Context: an optimization exercise on an open-source flow, tuned for small area, a short achievable clock period and few clock cycles per item. The choices shown serve that exercise and are no tape-out recipe. Function was checked by simulation only, so behaviour that the tests miss may differ from the original. Power figures rest on the tool's default switching activity, not on a simulated workload.

==> flow/design.v <==
module oz_outer_fill (
    input  wire        clk,
    input  wire        rst,         
    input  wire        in_valid,
    output reg         in_ready,
    input  wire [7:0]  in_data,
    input  wire        in_erase,
    output reg         out_valid,
    output reg         out_fail,
    output wire [2:0]  out_cnt,
    output wire [23:0] out_pos,
    output wire [31:0] out_val
);
    function automatic [7:0] mul_a1(input [7:0] a);    
        mul_a1 = {a[6:0], 1'b0} ^ (a[7] ? 8'h1D : 8'h00);
    endfunction
    function automatic [7:0] gf_mul(input [7:0] a, input [7:0] b);
        reg [7:0] p;
        reg [7:0] x;
        integer   n;
        begin
            p = 8'h00;
            x = a;
            for (n = 0; n < 8; n = n + 1) begin
                p = p ^ (x & {8{b[n]}});
                x = mul_a1(x);
            end
            gf_mul = p;
        end
    endfunction
    function automatic [7:0] gf_sq(input [7:0] a);
        gf_sq = {a[6],
                 a[3] ^ a[5] ^ a[6],
                 a[5],
                 a[2] ^ a[4] ^ a[5] ^ a[7],
                 a[4] ^ a[6],
                 a[1] ^ a[4] ^ a[5] ^ a[6],
                 a[7],
                 a[0] ^ a[4] ^ a[6] ^ a[7]};
    endfunction
    function automatic [7:0] cm(input integer m, input [7:0] a);   
        case (m)
            0: cm = a;
            1: cm = mul_a1(a);
            2: cm = mul_a1(mul_a1(a));
            default: cm = mul_a1(mul_a1(mul_a1(a)));
        endcase
    endfunction
    function automatic [7:0] mul_am1(input [7:0] a);   
        mul_am1 = {1'b0, a[7:1]} ^ (a[0] ? 8'h8E : 8'h00);
    endfunction
    function automatic [7:0] rom_x(input [5:0] p);
        reg [7:0] h;
        begin
            case (p[5:2])
            4'd0: h = 8'ha1;
            4'd1: h = 8'hd2;
            4'd2: h = 8'ha0;
            4'd3: h = 8'h0a;
            4'd4: h = 8'h23;
            4'd5: h = 8'h77;
            4'd6: h = 8'h35;
            4'd7: h = 8'h9c;
            4'd8: h = 8'hc0;
            4'd9: h = 8'h0c;
            4'd10: h = 8'hc9;
            4'd11: h = 8'h5a;
            4'd12: h = 8'h26;
            4'd13: h = 8'he8;
            4'd14: h = 8'h80;
            4'd15: h = 8'h08;
                default: h = 8'h00;
            endcase
            if (p[0]) h = mul_am1(h);
            if (p[1]) h = mul_am1(mul_am1(h));
            rom_x = h;
        end
    endfunction
    reg        fwd, back;     
    reg  [5:0] idx;           
    reg  [2:0] nerr;          
    reg  [7:0] b  [0:3];
    reg  [5:0] pos[0:3];
    reg  [7:0] t;             
    reg  [1:0] k;             
    reg  [1:0] i;             
    reg  [1:0] asel;          
    reg        prep, fin;     
    reg        chk;           
    assign out_cnt  = nerr;
    assign out_pos  = {pos[3], pos[2], pos[1], pos[0]};
    assign out_val  = {b[3], b[2], b[1], b[0]};
    wire       recv   = in_ready;
    wire       take   = in_valid && in_ready;
    wire [7:0] sym    = in_erase ? 8'h00 : in_data;
    wire       first  = (idx == 6'd0);
    wire       lastp  = (idx == 6'd63);
    wire [2:0] ncur   = first ? 3'd0 : nerr;
    wire       z0     = (ncur == 3'd0);
    wire       z1     = (ncur == 3'd1);
    wire       z45    = (ncur == 3'd4) || (ncur == 3'd5);
    wire       z5     = (ncur == 3'd5);
    wire [2:0] ninc   = z5 ? 3'd5 : ncur + 3'd1;
    wire [2:0] nnext  = in_erase ? ninc : ncur;
    wire       nosolve = in_erase ? z45 : (z0 || z5);    
    wire       f_is1  = in_erase ? z0 : z1;
    wire [1:0] fm1    = nerr[1:0] - 2'd1;       
    wire       jend   = (i == fm1);             
    wire       flast  = (i == k + 2'd1);        
    wire       klast  = (k == 2'd2) || (k == fm1);   
    wire [7:0] xr     = rom_x(recv ? idx : pos[asel]);
    wire [1:0] bs   = fwd ? i - 2'd1 : i;      
    wire [7:0] bop  = b[bs];
    wire [7:0] mb   = fwd ? bop : gf_sq(bop);
    wire [7:0] ma   = {t[7:1] & {7{~fin}}, t[0] | fin};
    wire [7:0] prod = gf_mul(ma, mb);
    wire [7:0] add = recv ? sym : prod;
    reg  [7:0] base [0:3];
    reg  [3:0] ben;
    integer    q;
    always @(*) begin
        for (q = 0; q < 4; q = q + 1) begin
            ben[q] = take || ((fwd || (back && !prep)) && i == q) ||
                     (back && fin && k == q);
            if (recv)
                base[q] = first ? 8'h00 : cm(q, b[q]);
            else if (fwd || k == q)
                base[q] = b[q];
            else
                base[q] = 8'h00;
        end
    end
    reg bad;
    always @(*) begin
        bad = 1'b0;
        for (q = 0; q < 4; q = q + 1)
            if (q >= nerr && b[q] != 8'h00) bad = 1'b1;
    end
    wire done_cw  = take && lastp;
    wire solve_cw = done_cw && !nosolve;
    wire back_end = back && ((chk && (bad || nerr == 3'd1)) ||
                             (fin && jend && k == 2'd0));
    wire recv_nx  = (recv && !solve_cw) || back_end;
    always @(posedge clk) begin
        if (rst) begin
            in_ready  <= 1'b1;
            fwd       <= 1'b0;
            back      <= 1'b0;
            idx       <= 6'd0;
            out_valid <= 1'b0;
        end else begin
            in_ready  <= recv_nx;
            out_valid <= (done_cw && !solve_cw) || back_end;
            if (take || back)
                idx <= (back && (fin || back_end)) ? 6'd0 : idx + 6'd1;
            if (solve_cw)
                fwd <= 1'b1;
            if (fwd && flast && klast) begin
                fwd  <= 1'b0;
                back <= 1'b1;
            end
            if (back_end)
                back <= 1'b0;
        end
    end
    always @(posedge clk) begin
        for (q = 0; q < 4; q = q + 1)
            if (ben[q]) b[q] <= base[q] ^ add;
        if (recv && z0)
            t <= xr;
        if (recv) begin
            k     <= 2'd0;
            i     <= 2'd3;
            fin   <= 1'b0;
            asel  <= f_is1 ? 2'd0 : 2'd1;
        end
        if (take) begin
            if (in_erase && !ncur[2])
                pos[ncur[1:0]] <= idx;
            nerr <= nnext;
            if (done_cw)
                out_fail <= in_erase || !z0;
        end
        if (fwd) begin
            i     <= i - 2'd1;
            if (flast) begin
                t <= xr;
                if (klast) begin
                    k     <= fm1 - 2'd1;
                    i     <= fm1;
                    asel  <= fm1 - 2'd1;
                    prep  <= 1'b1;
                    fin   <= 1'b0;
                    chk   <= 1'b1;
                end else begin
                    k     <= k + 2'd1;
                    i     <= 2'd3;
                    asel  <= ((k + 2'd1 == fm1) || (k == 2'd1)) ? fm1 : k + 2'd2;
                end
            end
        end
        if (back) begin
            prep <= 1'b0;
            fin  <= (idx[2:0] == 3'd7);
            chk  <= 1'b0;
            if (prep) begin
                t    <= t ^ xr;
                asel <= jend ? k : i + 2'd1;
            end
            if (fin) begin
                t    <= xr;
                prep <= 1'b1;
                if (jend) begin
                    k    <= k - 2'd1;
                    i    <= k;
                    asel <= k - 2'd1;
                end else begin
                    i    <= i + 2'd1;
                    asel <= k;
                end
            end
            if (back_end)
                out_fail <= chk && bad;
        end
    end
endmodule
Settings: LEC_CHECK=0, CAP_MARGIN=20, CORE_MARGIN=2, CORE_UTILIZATION=40, GPL_TIMING_DRIVEN=0, SLEW_MARGIN=20; clock period 15.0 ns.
standard.sh (not shown) runs the stock make flow with config.mk's settings and CLKGATE_MAP_FILE= SYNTH_SCRIPT=/design/flow/synth_recipe.tcl, a recipe that flattens the netlist after the stock synthesis.
==> flow/flow/run.sh <==
#!/bin/bash
# The standard layout (standard.sh: ORFS synthesis with synth_recipe.tcl, then floorplan,
# place, cts, route and finish) with three changes, none to the design's registers or to its
# constraints:
#  - ABC maps the logic with an area-oriented script (flow/abc_area.script) in place of ORFS's
#    delay-oriented abc_speed.script; ORFS's scripts are otherwise used unchanged, from a copy
#    whose abc_speed.script is replaced;
#  - every port still gets its buffer, but a buf_1 cell instead of the default delay-buffer
#    cell (the resizer may still upsize it);
#  - the resizer's setup repair aims for more slack than the 15 ns clock needs.
# Each make target's full output goes to its own log_<target>.log here; ORFS also keeps each
# tool's log under orfs/logs.
set -euo pipefail
here=$(pwd)
rm -rf "$here/orfs_scripts"
cp -r "$FLOW_HOME/scripts" "$here/orfs_scripts"
cp "$here/flow/abc_area.script" "$here/orfs_scripts/abc_speed.script"
export SCRIPTS_DIR="$here/orfs_scripts"
export BUFFER_PORTS_ARGS="-buffer_cell sky130_fd_sc_hd__buf_1"
export SETUP_SLACK_MARGIN=10.9
for target in synth floorplan place cts route finish; do
  bash standard.sh "$target" > "log_${target}.log" 2>&1
done
==> flow/flow/abc_area.script <==
strash
&get -n
&fraig -x
&put
scorr
dc2
strash
&get -n
&dch -f
&nf -R 1000
&put
strash
&get -n
&dch -f
&nf -R 1000
&put
Testbench counts at the start, summed over its fixed seeds: cycles 185,935, items 2,400.
Next try:
--- a/flow/design.v
+++ b/flow/design.v
@@ -109,10 +109,9 @@
     wire       flast  = (i == k + 2'd1);        
     wire       klast  = (k == 2'd2) || (k == fm1);   
+    wire [1:0] jn     = jend ? k : i + 2'd1;       
+    wire [1:0] kn     = jend ? k - 2'd1 : k;
     wire [7:0] xr     = rom_x(recv ? idx : pos[asel]);
     wire [1:0] bs   = fwd ? i - 2'd1 : i;      
-    wire [7:0] bop  = b[bs];
-    wire [7:0] mb   = fwd ? bop : gf_sq(bop);
-    wire [7:0] ma   = {t[7:1] & {7{~fin}}, t[0] | fin};
-    wire [7:0] prod = gf_mul(ma, mb);
+    wire [7:0] prod = gf_mul(t, b[bs]);
     wire [7:0] add = recv ? sym : prod;
     reg  [7:0] base [0:3];
@@ -176,5 +175,5 @@
         end
         if (take) begin
-            if (in_erase && !ncur[2])
+            if (!ncur[2])
                 pos[ncur[1:0]] <= idx;
             nerr <= nnext;
@@ -201,22 +200,17 @@
         end
         if (back) begin
-            prep <= 1'b0;
-            fin  <= (idx[2:0] == 3'd7);
+            prep <= fin;
+            fin  <= (idx[2:0] == 3'd6);
             chk  <= 1'b0;
             if (prep) begin
-                t    <= t ^ xr;
-                asel <= jend ? k : i + 2'd1;
-            end
+                t    <= gf_sq(t ^ xr);   
+                asel <= jn;
+            end else
+                t    <= gf_sq(t);
             if (fin) begin
-                t    <= xr;
-                prep <= 1'b1;
-                if (jend) begin
-                    k    <= k - 2'd1;
-                    i    <= k;
-                    asel <= k - 2'd1;
-                end else begin
-                    i    <= i + 2'd1;
-                    asel <= k;
-                end
+                t    <= xr;              
+                asel <= kn;
+                i    <= jn;
+                k    <= kn;
             end
             if (back_end)
Die area grows by 1.8%.
First-iteration DRC count shrinks by 29%.
Sequential power grows by about 6.5%.
Clock skew stays flat.
Power shrinks by 6.2%.
Cell area shrinks by about 1.3%.
Utilization shrinks by 1.0 points.
Synthesized cell count grows by 3.0%.
Area after synthesis grows by 1.8%.
Register-to-register slack improves by 0.06 ns.
Hold slack degrades by 0.014 ns.
Maximum frequency shrinks by about 0.35%.
Testbench counts after the change, summed over its fixed seeds: cycles 183,209, items 2,400.

-- re-timing with driven ports --
Ports are ideal in the flow. The routed layouts listed here were re-timed in OpenROAD. Step 1 assumes that a clkbuf_16 drives the clock port and a buf_2 every other input. Step 2 times the ports against the registers' clock, not the clock port: input delays grow and output delays shrink by t, the midpoint of the rising clock arrivals with the driver on. Three values: ideal ports, drivers, drivers and shift; two values: the first two.
| run | t (ns) | setup WS [ns] | worst setup path at the end | slew at the worst register clock pin (ns) | pins driven straight from the clock port |
|---|---|---|---|---|---|
| the first run | 0.389 | 10.942 / 10.901 / 10.586 | input to register | 0.07 / 0.07 | 1 |
| the second run | 0.396 | 10.928 / 10.885 / 10.606 | input to register | 0.07 / 0.07 | 1 |
After both steps setup and hold are still met in every run listed. For the first run, which loses most, drivers alone change the setup slack by -0.041 ns; drivers and shift together by -0.356 ns.
